Background: an optimization exercise with open tools, aiming at small area, a short achievable clock period and few clock cycles. Do not read the settings as production practice. At most, simulation tests tie the RTL to the original design; equivalence was not proved. Power and IR drop assume default switching activity.

## red
## rhathen_lane
module rhathen_lane (
    input  wire        clk,
    input  wire        rst,
    input  wire        in_valid,
    output wire        in_ready,
    input  wire [31:0] in_instr,
    output reg         done,
    output reg         run_ovf,
    output reg         run_psn,
    output reg         as_valid,
    output reg  [9:0]  as_num,
    input  wire        hp_we,
    input  wire        hp_wspace,       
    input  wire [3:0]  hp_waddr,
    input  wire [31:0] hp_wdata,
    input  wire        hp_wpsn,
    input  wire        hp_rspace,
    input  wire [3:0]  hp_raddr,
    output wire [31:0] hp_rdata,
    output wire        hp_rpsn
);
Size in the first run: ~5600 cells after synthesis, roughly 130 I/O pins, about 66000 sq um of cells after synthesis.
export LEC_CHECK = 0
export CAP_MARGIN = 20
export CORE_MARGIN = 2
export CORE_UTILIZATION = 50
export PLACE_DENSITY = 0.65
export SETUP_SLACK_MARGIN = 5
export SLEW_MARGIN = 20
create_clock -name core_clock -period 17.0 [get_ports {clk}]
run.sh (not shown) runs the stock make flow with config.mk's settings and CLKGATE_MAP_FILE= SYNTH_SCRIPT=/design/flow/synth_recipe.tcl, a recipe that flattens the netlist after the stock synthesis.
Relative to red, the following input files were edited for blue:
Settings: SETUP_SLACK_MARGIN: 5 -> unset.
## What came out
- Between red and blue, the total power does not differ in any meaningful way.
- The relative area change from synthesis to final layout of red and that of blue are within noise of each other.
- red → blue: final instance area ~0 delta, worst setup slack decreased by 0.045 ns relative to the old numbers, net load switching power was more or less identical.
- All of blue and red finish clean.
No run of this note included a check of the RTL's function; only the layout flow was run.

========
rhathen_lane, a different RTL version from the one above (not shown whole).
For scale: ~5,400 cells after synthesis, roughly 1,200 flip-flops, roughly 130 I/O pins.
// rhathen_lane
module rhathen_lane (
    input  wire        clk,
    input  wire        rst,
    input  wire        in_valid,
    output wire        in_ready,
    input  wire [31:0] in_instr,
    output reg         done,
    output reg         run_ovf,
    output reg         run_psn,
    output reg         as_valid,
    output reg  [9:0]  as_num,
    input  wire        hp_we,
    input  wire        hp_wspace,       
    input  wire [3:0]  hp_waddr,
    input  wire [31:0] hp_wdata,
    input  wire        hp_wpsn,
    input  wire        hp_rspace,
    input  wire [3:0]  hp_raddr,
    output wire [31:0] hp_rdata,
    output wire        hp_rpsn
);
    localparam MN     = 4;           
    localparam MSTEPS = 32 / MN;
    wire [5:0]  op   = in_instr[31:26];
    wire [1:0]  md   = in_instr[25:24];
    wire [23:0] opnd = in_instr[23:0];
    wire g_ctl   = (op[5:3] == 3'b000);           
    wire i_end   = g_ctl & ~op[2] & (op[1:0] == 2'b11);
    wire i_asrt  = g_ctl & op[2];
    wire i_blog  = (op[5:3] == 3'b001);           
    wire g_10    = (op[5:3] == 3'b010);           
    wire i_edge  = g_10 & (op[2:1] == 2'b00);     
    wire i_bpush = g_10 & (op[2:0] == 3'b010);
    wire i_bpop  = g_10 & ((op[2:0] == 3'b011) | (op[2:0] == 3'b100));
    wire i_zon   = g_10 & (op[2:0] == 3'b101);
    wire i_zoff  = g_10 & (op[2:0] == 3'b110);
    wire i_bst   = (op[5:2] == 4'b0110);          
    wire i_stw   = (op[5:2] == 4'b0111);          
    wire g_w     = (op[5:4] == 2'b10);            
    wire i_ld    = g_w & (op[3:1] == 3'b000);     
    wire i_ldwh  = g_w & (op[3:0] == 4'h2);
    wire i_add   = g_w & (op[3:0] == 4'h4);
    wire i_sub   = g_w & (op[3:0] == 4'h5);
    wire i_mul   = g_w & (op[3:0] == 4'h6);
    wire i_min   = g_w & (op[3:0] == 4'h7);
    wire i_max   = g_w & (op[3:0] == 4'h8);
    wire i_andw  = g_w & (op[3:0] == 4'h9);
    wire i_orw   = g_w & (op[3:0] == 4'hA);
    wire i_xorw  = g_w & (op[3:0] == 4'hB);
    wire i_shl   = g_w & (op[3:0] == 4'hC);
    wire i_shr   = g_w & (op[3:0] == 4'hD);
    wire i_asr   = g_w & (op[3:0] == 4'hE);
    wire i_lim   = g_w & (op[3:0] == 4'hF);
    wire i_cmp   = (op[5:4] == 2'b11);            
    wire uns  = md[1];
    wire kimm = md[0];        
    reg  [3:0] stp;           
    reg  [3:0] lim_a1;        
    reg        lim2;          
    wire busy     = (stp != 4'd0);
    wire mul_last = (stp == MSTEPS);
  ...
Settings: LEC_CHECK=0, CAP_MARGIN=20, CORE_MARGIN=2, CORE_UTILIZATION=40, CTS_CLUSTER_DIAMETER=60, CTS_CLUSTER_SIZE=20, PLACE_DENSITY=0.55, SLEW_MARGIN=20; clock period 17.0 ns.
standard.sh (not shown) runs the stock make flow with config.mk's settings and CLKGATE_MAP_FILE= SYNTH_SCRIPT=/design/flow/synth_recipe.tcl, a recipe that flattens the netlist after the stock synthesis.
==> flow/flow/run.sh <==
#!/bin/bash
set -o pipefail
bash standard.sh SETUP_SLACK_MARGIN=7.5 \
    "BUFFER_PORTS_ARGS=-buffer_cell sky130_fd_sc_hd__buf_4" \
    finish > standard.log 2>&1
The starting point completed without violations.
Testbench counts at the start, summed over its fixed seeds: cycles 21,313.
Change:
==> flow/flow/run.sh (replaced) <==
#!/bin/bash
set -o pipefail
bash standard.sh SETUP_SLACK_MARGIN=8 \
    "BUFFER_PORTS_ARGS=-buffer_cell sky130_fd_sc_hd__buf_4" \
    finish > standard.log 2>&1
Settings changed: CORE_UTILIZATION 40 to 43, CTS_CLUSTER_DIAMETER 60 to 70, CTS_CLUSTER_SIZE 20 to 24, PLACE_DENSITY 0.55 to 0.58.
Effect: The changed run passed the timing, DRC and antenna checks; via count came out higher by 3.9%; cell count came out higher by 0.91%; flip-flop and latch count does not change; first-iteration DRC count came out lower by 0.37%.
Change:
==> flow/flow/run.sh (replaced) <==
#!/bin/bash
set -o pipefail
bash standard.sh SETUP_SLACK_MARGIN=7 \
    "BUFFER_PORTS_ARGS=-buffer_cell sky130_fd_sc_hd__buf_4" \
    finish > standard.log 2>&1
Settings changed: CORE_UTILIZATION 43 to 40, CTS_CLUSTER_DIAMETER 70 to 60, CTS_CLUSTER_SIZE 24 to 20, PLACE_DENSITY 0.58 to 0.55.
What happened:
- final cell count shrinks by a few percent
- non-clock buffer count fell by 351
- sequential power is about the same
- total power went down by a few percent
- global-route usage came out lower by 3.7 points
Change:
==> flow/flow/run.sh (replaced) <==
#!/bin/bash
set -o pipefail
bash standard.sh SETUP_SLACK_MARGIN=8.5 \
    "BUFFER_PORTS_ARGS=-buffer_cell sky130_fd_sc_hd__buf_4" \
    finish > standard.log 2>&1
=> The new run went through all stages and came out clean. Via count grows by a few percent. Non-clock buffer count came out higher by 336. Clock skew rose by 0.039 ns. Synthesized cell count does not change. Routed wire length rises by a few percent. Clock-buffer cell count came out lower by 11. Cell count goes up by a few percent.
Change:
==> flow/flow/run.sh (replaced) <==
#!/bin/bash
set -o pipefail
bash standard.sh SETUP_SLACK_MARGIN=7 \
    "BUFFER_PORTS_ARGS=-buffer_cell sky130_fd_sc_hd__buf_4" \
    finish > standard.log 2>&1
Settings changed: CTS_CLUSTER_DIAMETER 60 to unset, CTS_CLUSTER_SIZE 20 to unset.
=>
- The new run finished clean
- synthesized area stays the same
- via count decreases by 5.3%
- die area is unchanged
- final cell count decreases by 3.4%
- register-to-register slack got worse by 0.59 ns
- worst setup slack got worse by 0.58 ns
- clock-buffer cell count increases by 73
- flip-flop and latch count is unchanged
- global-route usage decreases by 1.3 points
- final area decreases by 8.0%
- fmax decreases by 5.8%

========
Setup of rev 12:
rhathen_lane, a different RTL version from the one above (not shown whole).
Size: ~5400 cells after synthesis, ~0.065 mm2 of cells after synthesis.
Design rhathen_lane, start of the top module:
module rhathen_lane (
    input  wire        clk,
    input  wire        rst,
    input  wire        in_valid,
    output wire        in_ready,
    input  wire [31:0] in_instr,
    output reg         done,
    output reg         run_ovf,
    output reg         run_psn,
    output reg         as_valid,
    output reg  [9:0]  as_num,
    input  wire        hp_we,
    input  wire        hp_wspace,       
    input  wire [3:0]  hp_waddr,
    input  wire [31:0] hp_wdata,
    input  wire        hp_wpsn,
    input  wire        hp_rspace,
    input  wire [3:0]  hp_raddr,
    output wire [31:0] hp_rdata,
    output wire        hp_rpsn
);
    localparam MN     = 4;           
    localparam MSTEPS = 32 / MN;
    wire [5:0]  op   = in_instr[31:26];
    wire [1:0]  md   = in_instr[25:24];
    wire [23:0] opnd = in_instr[23:0];
    wire g_ctl   = (op[5:3] == 3'b000);           
    wire i_end   = g_ctl & ~op[2] & (op[1:0] == 2'b11);
    wire i_asrt  = g_ctl & op[2];
    wire i_blog  = (op[5:3] == 3'b001);           
    wire g_10    = (op[5:3] == 3'b010);           
    wire i_edge  = g_10 & (op[2:1] == 2'b00);     
    wire i_bpush = g_10 & (op[2:0] == 3'b010);
    wire i_bpop  = g_10 & ((op[2:0] == 3'b011) | (op[2:0] == 3'b100));
    wire i_zon   = g_10 & (op[2:0] == 3'b101);
    wire i_zoff  = g_10 & (op[2:0] == 3'b110);
    wire i_bst   = (op[5:2] == 4'b0110);          
    wire i_stw   = (op[5:2] == 4'b0111);          
    wire g_w     = (op[5:4] == 2'b10);            
    wire i_ld    = g_w & (op[3:1] == 3'b000);     
    wire i_ldwh  = g_w & (op[3:0] == 4'h2);
    wire i_add   = g_w & (op[3:0] == 4'h4);
    wire i_sub   = g_w & (op[3:0] == 4'h5);
    wire i_mul   = g_w & (op[3:0] == 4'h6);
    wire i_min   = g_w & (op[3:0] == 4'h7);
    wire i_max   = g_w & (op[3:0] == 4'h8);
    wire i_andw  = g_w & (op[3:0] == 4'h9);
    wire i_orw   = g_w & (op[3:0] == 4'hA);
    wire i_xorw  = g_w & (op[3:0] == 4'hB);
    wire i_shl   = g_w & (op[3:0] == 4'hC);
  ...
==> flow/config.mk <==
export PLATFORM = sky130hd
export DESIGN_NAME = rhathen_lane
export DESIGN_NICKNAME = rhathen_lane
export VERILOG_FILES = /design/flow/design.v
export SDC_FILE = /design/flow/constraint.sdc
export NUM_CORES = 4
export LEC_CHECK = 0
export CAP_MARGIN = 20
export CORE_MARGIN = 2
export CORE_UTILIZATION = 40
export PLACE_DENSITY = 0.55
export SLEW_MARGIN = 20
==> flow/constraint.sdc <==
create_clock -name core_clock -period 17.0 [get_ports {clk}]
set_input_delay 3.4000 -clock core_clock [delete_from_list [all_inputs] [get_ports {clk}]]
set_output_delay 3.4000 -clock core_clock [all_outputs]
set_load 0.01 [all_outputs]
==> flow/flow/run.sh <==
#!/bin/bash
set -o pipefail
bash standard.sh SETUP_SLACK_MARGIN=7 finish > standard.log 2>&1
Rev 12 was carried through to the last stage, and its layout satisfied the timing, DRC and antenna checks.
Testbench counts of rev 12, summed over its fixed seeds: cycles 21,313.
diff inputs: rev 12 => rev 13
Settings: putting CTS_CLUSTER_SIZE at 20 where nothing was set; putting CTS_CLUSTER_DIAMETER at 60 where nothing was set.
==> flow/flow/run.sh <==
#!/bin/bash
set -o pipefail
bash standard.sh SETUP_SLACK_MARGIN=8.5 \
    "BUFFER_PORTS_ARGS=-buffer_cell sky130_fd_sc_hd__buf_4" \
    finish > standard.log 2>&1
- The run with more setup slack is rev 13; rev 12 has less.
- Taking rev 12 as the reference, in rev 13 final critical-path required period now smaller, wire length of the first global-routing pass now larger.

==> afterwards: timing with drivers on the ports <==
The results above use ideal ports. As a check the final layouts listed here were re-extracted and re-timed, cells and wires unchanged. Step 1, drivers: a clkbuf_16 drives clk and a buf_2 each remaining input, both assumed. Step 2 times the ports against the registers' clock, not the clock port: input delays grow and output delays shrink by t, the midpoint of the rising clock arrivals with the driver on. a / b / c = ideal / step 1 / step 2; a / b = the first two.
run | t (ns) | setup WS [ns] | latest minus earliest clock arrival (ns) | worst slew at a driven data input, ns | pins driven straight from the clock port
red | 0.885 | 4.923 / 4.894 / 4.786 | 0.072 / 0.073 | 0.09 | 1
blue | 0.885 | 4.877 / 4.849 / 4.760 | 0.073 / 0.073 | 0.10 | 1
the first run of note 2 | 0.849 | 7.433 / 7.185 / 6.495 | 0.075 / 0.076 | 0.37 | 1
the second run of note 2 | 0.832 | 7.384 / 7.057 / 6.651 | 0.095 / 0.096 | 0.47 | 1
the third run of note 2 | 0.846 | 6.898 / 6.777 / 6.048 | 0.075 / 0.075 | 0.20 | 1
the fourth run of note 2 | 0.850 | 7.492 / 7.212 / 6.779 | 0.111 / 0.112 | 0.44 | 1
the fifth run of note 2 | 0.866 | 6.912 / 6.664 / 5.973 | 0.034 / 0.034 | 0.30 | 1
rev 12 | 0.865 | 6.876 / 6.849 / 6.282 | 0.054 / 0.053 | 0.19 | 1
rev 13 | 0.842 | 7.686 / 7.363 / 7.063 | 0.093 / 0.093 | 0.42 | 1
After both steps setup and hold are still met in every run listed. For the fifth run of note 2, which loses most, drivers alone change the setup slack by -0.248 ns; drivers and shift together by -0.939 ns.
